Context: an optimization exercise on an open-source flow, tuned for small area, a short achievable clock period and few clock cycles per item. The choices shown serve that exercise and are no tape-out recipe.
RTL that was checked went through simulation tests only; none was proved equivalent to the original.

==> run a: inputs <==
Design rs544_dec, start of the top module:
module rs544_dec (
    input  wire         clk,
    input  wire         rst,
    input  wire         in_valid,
    output wire         in_ready,
    input  wire [9:0]   in_sym,
    output wire         out_valid,
    output wire         out_fail,
    output wire [3:0]   out_nerr,
    output wire [149:0] out_pos,
    output wire [149:0] out_val
);
    localparam [299:0] ALPHA_J = {10'h320, 10'h190, 10'h0c8, 10'h064, 10'h032,
        10'h019, 10'h208, 10'h104, 10'h082, 10'h041, 10'h224, 10'h112, 10'h089,
        10'h240, 10'h120, 10'h090, 10'h048, 10'h024, 10'h012, 10'h009, 10'h200,
        10'h100, 10'h080, 10'h040, 10'h020, 10'h010, 10'h008, 10'h004, 10'h002,
        10'h001};
    localparam [99:0] ALPHA_2I = {10'h112, 10'h240, 10'h090, 10'h024, 10'h009,
        10'h100, 10'h040, 10'h010, 10'h004, 10'h001};
    localparam [9:0] ALPHA_543 = 10'h3eb;
    localparam [9:0] ALPHA_M1  = 10'h204;    
    function [9:0] gf_mul;
        input [9:0] a;
        input [9:0] b;
        reg   [9:0] p;
        reg   [9:0] s;
        integer     i;
        begin
            p = 10'd0;
            s = a;
            for (i = 0; i < 10; i = i + 1) begin
                if (b[i])
                    p = p ^ s;
                s = {s[8:0], 1'b0} ^ (s[9] ? 10'h009 : 10'h000);
            end
            gf_mul = p;
        end
    endfunction
    function [9:0] gf_sq;
        input [9:0] a;
        integer     i;
        begin
            gf_sq = 10'd0;
            for (i = 0; i < 10; i = i + 1)
                if (a[i])
                    gf_sq = gf_sq ^ ALPHA_2I[10*i +: 10];
        end
    endfunction
    integer i;
    localparam BM_IDLE = 2'd0, BM_RUN = 2'd1, BM_DONE = 2'd2;
    reg        rdy;           
    reg [9:0]  icnt;          
    reg        a_v;           
    reg        a_first;
    reg        a_last;
    reg [9:0]  a_sym;
    reg [299:0] syn;
    reg        s_pend;        
    reg [319:0] cr;           
    reg        c_use;         
    reg        c_load;        
    reg [1:0]  bm_st;
    reg [4:0]  ph;            
    reg        ph0;           
    reg [169:0] lr;           
    reg [169:0] br;           
    reg [4:0]  r;             
    reg [9:0]  gam;
    reg [9:0]  dcur;          
    reg [9:0]  dacc;          
    reg [5:0]  kk;            
    reg [4:0]  ll;            
    reg [4:0]  mm;            
    reg [9:0]  btap;          
  ...
==> flow/config.mk <==
export PLATFORM = sky130hd
export DESIGN_NAME = rs544_dec
export DESIGN_NICKNAME = rs544_dec
export VERILOG_FILES = /design/flow/design.v
export SDC_FILE = /design/flow/constraint.sdc
export NUM_CORES = 8
export LEC_CHECK = 0
export CAP_MARGIN = 20
export CORE_MARGIN = 2
export CORE_UTILIZATION = 30
export CTS_CLUSTER_DIAMETER = 80
export CTS_CLUSTER_SIZE = 25
export SLEW_MARGIN = 20
==> flow/constraint.sdc <==
create_clock -name core_clock -period 16.0 [get_ports {clk}]
set_input_delay 3.2000 -clock core_clock [delete_from_list [all_inputs] [get_ports {clk}]]
set_output_delay 3.2000 -clock core_clock [all_outputs]
set_load 0.01 [all_outputs]
standard.sh (not shown) runs the stock make flow with config.mk's settings and CLKGATE_MAP_FILE= SYNTH_SCRIPT=/design/flow/synth_recipe.tcl, a recipe that flattens the netlist after the stock synthesis.
==> flow/flow/run.sh <==
#!/bin/bash
# Layout flow: the standard flow (standard.sh, unchanged synthesis), with two settings:
#  - timing repair aims for 11.5 ns of setup slack at the design's 16 ns clock, so that the
#    repair steps work on every path longer than 4.5 ns instead of none;
#  - port buffers are buf_4 cells instead of the resizer's default pick (a delay cell).
set -euo pipefail
export SETUP_SLACK_MARGIN=11.5
export BUFFER_PORTS_ARGS="-buffer_cell sky130_fd_sc_hd__buf_4"
bash standard.sh > standard.log 2>&1
==> run b: changes against run a <==
--- a/flow/design.v
+++ b/flow/design.v
@@ -138,19 +138,24 @@
     reg        stall;         
     reg        sk_v, sk_root, sk_last, sk_tag;
     reg        sk_end;        
     reg [9:0]  sk_bs, sk_od;
     reg [4:0]  nroots;
+    reg        qv;
+    reg        qtag;
+    reg [9:0]  qp, qx, qb, qo;
     reg        dbusy;
-    reg [10:1] ds;            
-    reg [4:0]  dmsh;          
+    reg [3:0]  dstep;
     reg        dtag;
     reg [9:0]  dp, dx, da, dxx, dy;
     reg [3:0]  jcnt;          
     reg        eow_pend;
     reg        eow_tag;
     reg        eow_fail;
+    reg        rb_v;
+    reg [3:0]  rb_slot;
+    reg [19:0] rb_d;
     reg [299:0] sr;           
     reg [3:0]  sph;           
     reg [3:0]  clr;           
     reg        pp;            
     reg        pf;
@@ -214,46 +219,47 @@
     wire clast  = (pc == 10'd0);
     wire c_last = c_run && clast;
     wire [9:0] sk_x = sk_last ? ALPHA_543 : gf_mul(xr, ALPHA_M1);
     wire [9:0] sk_p = sk_last ? 10'd0 : pc + 10'd1;
     wire [4:0] sk_l = sk_tag ? cl1 : cl0;
+    wire [4:0] d_m = dtag ? cm1 : cm0;
     wire [4:0] d_l = dtag ? cl1 : cl0;
     wire [3:0] widx = d_l[3:0] - 4'd1 - jcnt;
-    wire ystep = |ds[5:1];
-    wire [9:0] sq_in = ystep ? dy : dxx;
+    wire [9:0] sq_in = (dstep <= 4'd5) ? dy : dxx;
     wire [9:0] sq1 = gf_sq(sq_in);
     wire [9:0] sq2 = gf_sq(sq1);
     wire [9:0] sq4 = gf_sq(gf_sq(sq2));
     reg  [9:0] ma, mb;
     always @(*) begin
         if (!dbusy) begin
-            ma = sk_bs;
-            mb = sk_od;
-        end else if (ystep) begin
+            ma = qb;
+            mb = qo;
+        end else if (dstep <= 4'd5) begin
             ma = sq1;
-            mb = dmsh[4] ? dx : 10'd1;
-        end else if (ds[6] || ds[9]) begin
+            mb = d_m[5 - dstep] ? dx : 10'd1;
+        end else if (dstep == 4'd6 || dstep == 4'd9) begin
             ma = sq1;
             mb = da;
-        end else if (ds[7]) begin
+        end else if (dstep == 4'd7) begin
             ma = sq2;
             mb = dxx;
-        end else if (ds[8]) begin
+        end else if (dstep == 4'd8) begin
             ma = sq4;
             mb = dxx;
         end else begin
             ma = sq1;
             mb = dy;
         end
     end
     wire [9:0] dmul = gf_mul(ma, mb);
     wire c_step   = c_run && !stall;
     wire sk_go    = sk_v && !stall;
-    wire d_pop    = sk_go && sk_root;
-    wire d_last   = ds[10];
-    wire d_fin    = d_last && !pp && (widx == sph);
-    wire eow_go   = eow_pend && !dbusy && !pp;
+    wire d_pop    = qv && !dbusy && !(eow_pend && (qtag != eow_tag));
+    wire rb_drain = rb_v && !pp && (rb_slot == sph);
+    wire d_last   = dbusy && (dstep == 4'd10);
+    wire d_fin    = d_last && (!rb_v || rb_drain);
+    wire eow_go   = eow_pend && !dbusy && !(qv && (qtag == eow_tag)) && !rb_v && !pp;
     wire present  = pp && (clr == 4'd0) && (sph == 4'd14);
     wire bm_end   = bm_run && dummy && (r == 5'd29);
     wire [1:0] bm_st_n = c_load ? BM_RUN :
                          (bm_st == BM_RUN)  ? (bm_end ? BM_DONE : BM_RUN) :
                          (bm_st == BM_DONE) ? (hand ? BM_IDLE : BM_DONE) : BM_IDLE;
@@ -269,16 +275,17 @@
     wire sk_v_n    = stall ? sk_v    : (c_run && !stop_c);
     wire sk_end_n  = stall ? sk_end  : (c_last || (c_run && root_c && !cbig && (nroots_n + 5'd1 == c_l)));
     wire sk_root_n = stall ? sk_root : (c_run && root_c && !cbig);
     wire sk_last_n = stall ? sk_last : c_last;
     wire sk_tag_n  = stall ? sk_tag  : ctag;
+    wire qv_n      = (sk_go && sk_root) || (qv && !d_pop);
+    wire qtag_n    = (sk_go && sk_root) ? sk_tag : qtag;
     wire dbusy_n   = d_pop || (dbusy && !d_fin);
-    wire pp_n      = eow_go || (pp && !present);
     wire eow_pend_n = (sk_go && sk_end) || (eow_pend && !eow_go);
     wire eow_tag_n  = (sk_go && sk_end) ? sk_tag : eow_tag;
-    wire d_wait_n  = dbusy_n || (eow_pend_n && pp_n);
-    wire stall_n   = sk_v_n && ((sk_root_n && d_wait_n) || (sk_end_n && eow_pend_n && (dbusy_n || pp_n)));
+    wire d_pop_n   = qv_n && !dbusy_n && !(eow_pend_n && (qtag_n != eow_tag_n));
+    wire stall_n   = sk_v_n && ((sk_root_n && qv_n && !d_pop_n) || (sk_end_n && eow_pend_n));
     wire hand_n    = (bm_st_n == BM_DONE) && ph0_n &&
                      (!c_run_n || ((pc_n == 10'd0) && !stall_n));
     wire c_load_n  = s_pend_n && !c_use_n && ((bm_st_n == BM_IDLE) || hand_n);
     assign out_valid = ov;
     assign out_fail  = of;
@@ -288,11 +295,11 @@
         for (g = 0; g < 15; g = g + 1) begin : g_out
             assign out_pos[10*g +: 10] = sr[20*g+10 +: 10];
             assign out_val[10*g +: 10] = sr[20*g +: 10];
         end
     endgenerate
-    wire [19:0] s_wb = d_fin ? {dp, dmul} : ((clr != 4'd0) ? 20'd0 : sr[19:0]);
+    wire [19:0] s_wb = rb_drain ? rb_d : ((clr != 4'd0) ? 20'd0 : sr[19:0]);
     always @(posedge clk) begin
         lr <= {l_wb, lr[169:10]};
         br <= {b_wb, br[169:10]};
         sr <= {s_wb, sr[299:20]};
         btap <= tval;
@@ -310,14 +317,15 @@
             ctag     <= 1'b0;
             hand     <= 1'b0;
             stall    <= 1'b0;
             sk_v     <= 1'b0;
             nroots   <= 5'd0;
+            qv       <= 1'b0;
             dbusy    <= 1'b0;
-            ds       <= 10'd0;
             jcnt     <= 4'd0;
             eow_pend <= 1'b0;
+            rb_v     <= 1'b0;
             sph      <= 4'd0;
             clr      <= 4'd15;
             pp       <= 1'b0;
             ov       <= 1'b0;
         end else begin
@@ -371,27 +379,34 @@
             sk_end  <= sk_end_n;
             eow_pend <= eow_pend_n;
             eow_tag  <= eow_tag_n;
             if (sk_go && sk_end)
                 eow_fail <= (sk_l > 5'd15) || ((nroots + (sk_root ? 5'd1 : 5'd0)) != sk_l);
+            qv    <= qv_n;
+            qtag  <= qtag_n;
             dbusy <= dbusy_n;
             if (d_pop)
-                ds <= 10'd1;
-            else if (d_fin)
-                ds <= 10'd0;
-            else if (!d_last)
-                ds <= {ds[9:1], 1'b0};
+                dstep <= 4'd1;
+            else if (dbusy && !d_last)
+                dstep <= dstep + 4'd1;
             if (d_fin)
                 jcnt <= jcnt + 4'd1;
             else if (eow_go)
                 jcnt <= 4'd0;
+            if (d_fin)
+                rb_v <= 1'b1;
+            else if (rb_drain)
+                rb_v <= 1'b0;
             sph <= (sph == 4'd14) ? 4'd0 : sph + 4'd1;
             if (present || (eow_go && eow_fail))
                 clr <= 4'd15;
             else if (clr != 4'd0)
                 clr <= clr - 4'd1;
-            pp <= pp_n;
+            if (eow_go)
+                pp <= 1'b1;
+            else if (present)
+                pp <= 1'b0;
             ov <= present;
         end
         if (bm_run) begin
             if (ph == 5'd0)
                 dacc <= 10'd0;
@@ -420,29 +435,38 @@
         pc <= pc_n;
         if (!stall) begin
             sk_bs <= bs_sum;
             sk_od <= od_sum;
         end
+        if (sk_go && sk_root) begin
+            qp <= sk_p;
+            qx <= sk_x;
+            qb <= sk_bs;
+            qo <= sk_od;
+        end
         if (d_pop) begin
-            dtag <= sk_tag;
-            dp   <= sk_p;
-            dx   <= sk_x;
+            dtag <= qtag;
+            dp   <= qp;
+            dx   <= qx;
             da   <= dmul;
             dxx  <= dmul;
-            dy   <= sk_tag ? ck1 : ck0;
-            dmsh <= sk_tag ? cm1 : cm0;
-        end else begin
-            if (ystep) begin
-                dy   <= dmul;
-                dmsh <= {dmsh[3:0], 1'b0};
-            end
-            if (|ds[9:6])
+            dy   <= qtag ? ck1 : ck0;
+        end else if (dbusy) begin
+            if (dstep <= 4'd5)
+                dy <= dmul;
+            else if (dstep <= 4'd9)
                 dxx <= dmul;
         end
+        if (d_fin) begin
+            rb_slot <= widx;
+            rb_d    <= {dp, dmul};
+        end
         if (eow_go) begin
             pf <= eow_fail;
             pn <= jcnt;
         end
-        of <= pf;
-        on <= pf ? 4'd0 : pn;
+        if (present) begin
+            of <= pf;
+            on <= pf ? 4'd0 : pn;
+        end
     end
 endmodule
==> flow/run.sh (new file) <==
#!/bin/bash
# synth_recipe.tcl (not shown) runs the flow's synth.tcl, then flattens the netlist and writes it again
# the make line also repeats each setting of config.mk as NAME=value (left out here)
make -C /OpenROAD-flow-scripts/flow DESIGN_CONFIG=/design/flow/config.mk WORK_HOME=/design/flow/orfs CLKGATE_MAP_FILE= SYNTH_SCRIPT=/design/flow/synth_recipe.tcl finish
- CTS_CLUSTER_DIAMETER: 80 -> not set
- CTS_CLUSTER_SIZE: 25 -> not set
removed: flow/flow/run.sh
removed: flow/standard.sh
==> summary.txt <==
- Global-route usage: run a is lower than run b (0.29 points).
- Against run a, the hold slack of run b is worse by 0.0050 ns.
- Against run a, the clock-buffer cell count of run b is higher by 150.
- Fmax: run b is smaller than run a (about 18%).
Testbench counts of run a, summed over its fixed seeds: cycles 111,945, items 192.
Function not checked in run b: the RTL went through the layout flow alone.

-- afterwards: timing with drivers on the ports --
No port has a modelled driver above. Below, the same layouts with a new extraction and two added sets of constraints.
Step 1, drivers: a clkbuf_16 drives clk and a buf_2 each remaining input, both assumed.
Step 2 moves the port delays by t, midway between the first and last clock arrival at a register: inputs arrive t later, outputs are due t later. That takes back most of the time a late clock gives input paths.
a / b / c = ideal ports / drivers / drivers and shift; a / b = the first two.
| run | t (ns) | setup WS [ns] | worst setup path after step 2 | latest minus earliest clock arrival (ns) | pins driven straight from the clock port |
|---|---|---|---|---|---|
| run a | 0.846 | 11.476 / 11.378 / 11.053 | input to register | 0.066 / 0.066 | 1 |
| run b | 0.963 | 10.481 / 10.481 / 10.481 | register to register | 0.096 / 0.096 | 1 |
After both steps setup and hold are still met in every run listed. The setup slack of run a, which loses most, moves by -0.098 ns with the drivers and by -0.423 ns with both steps.
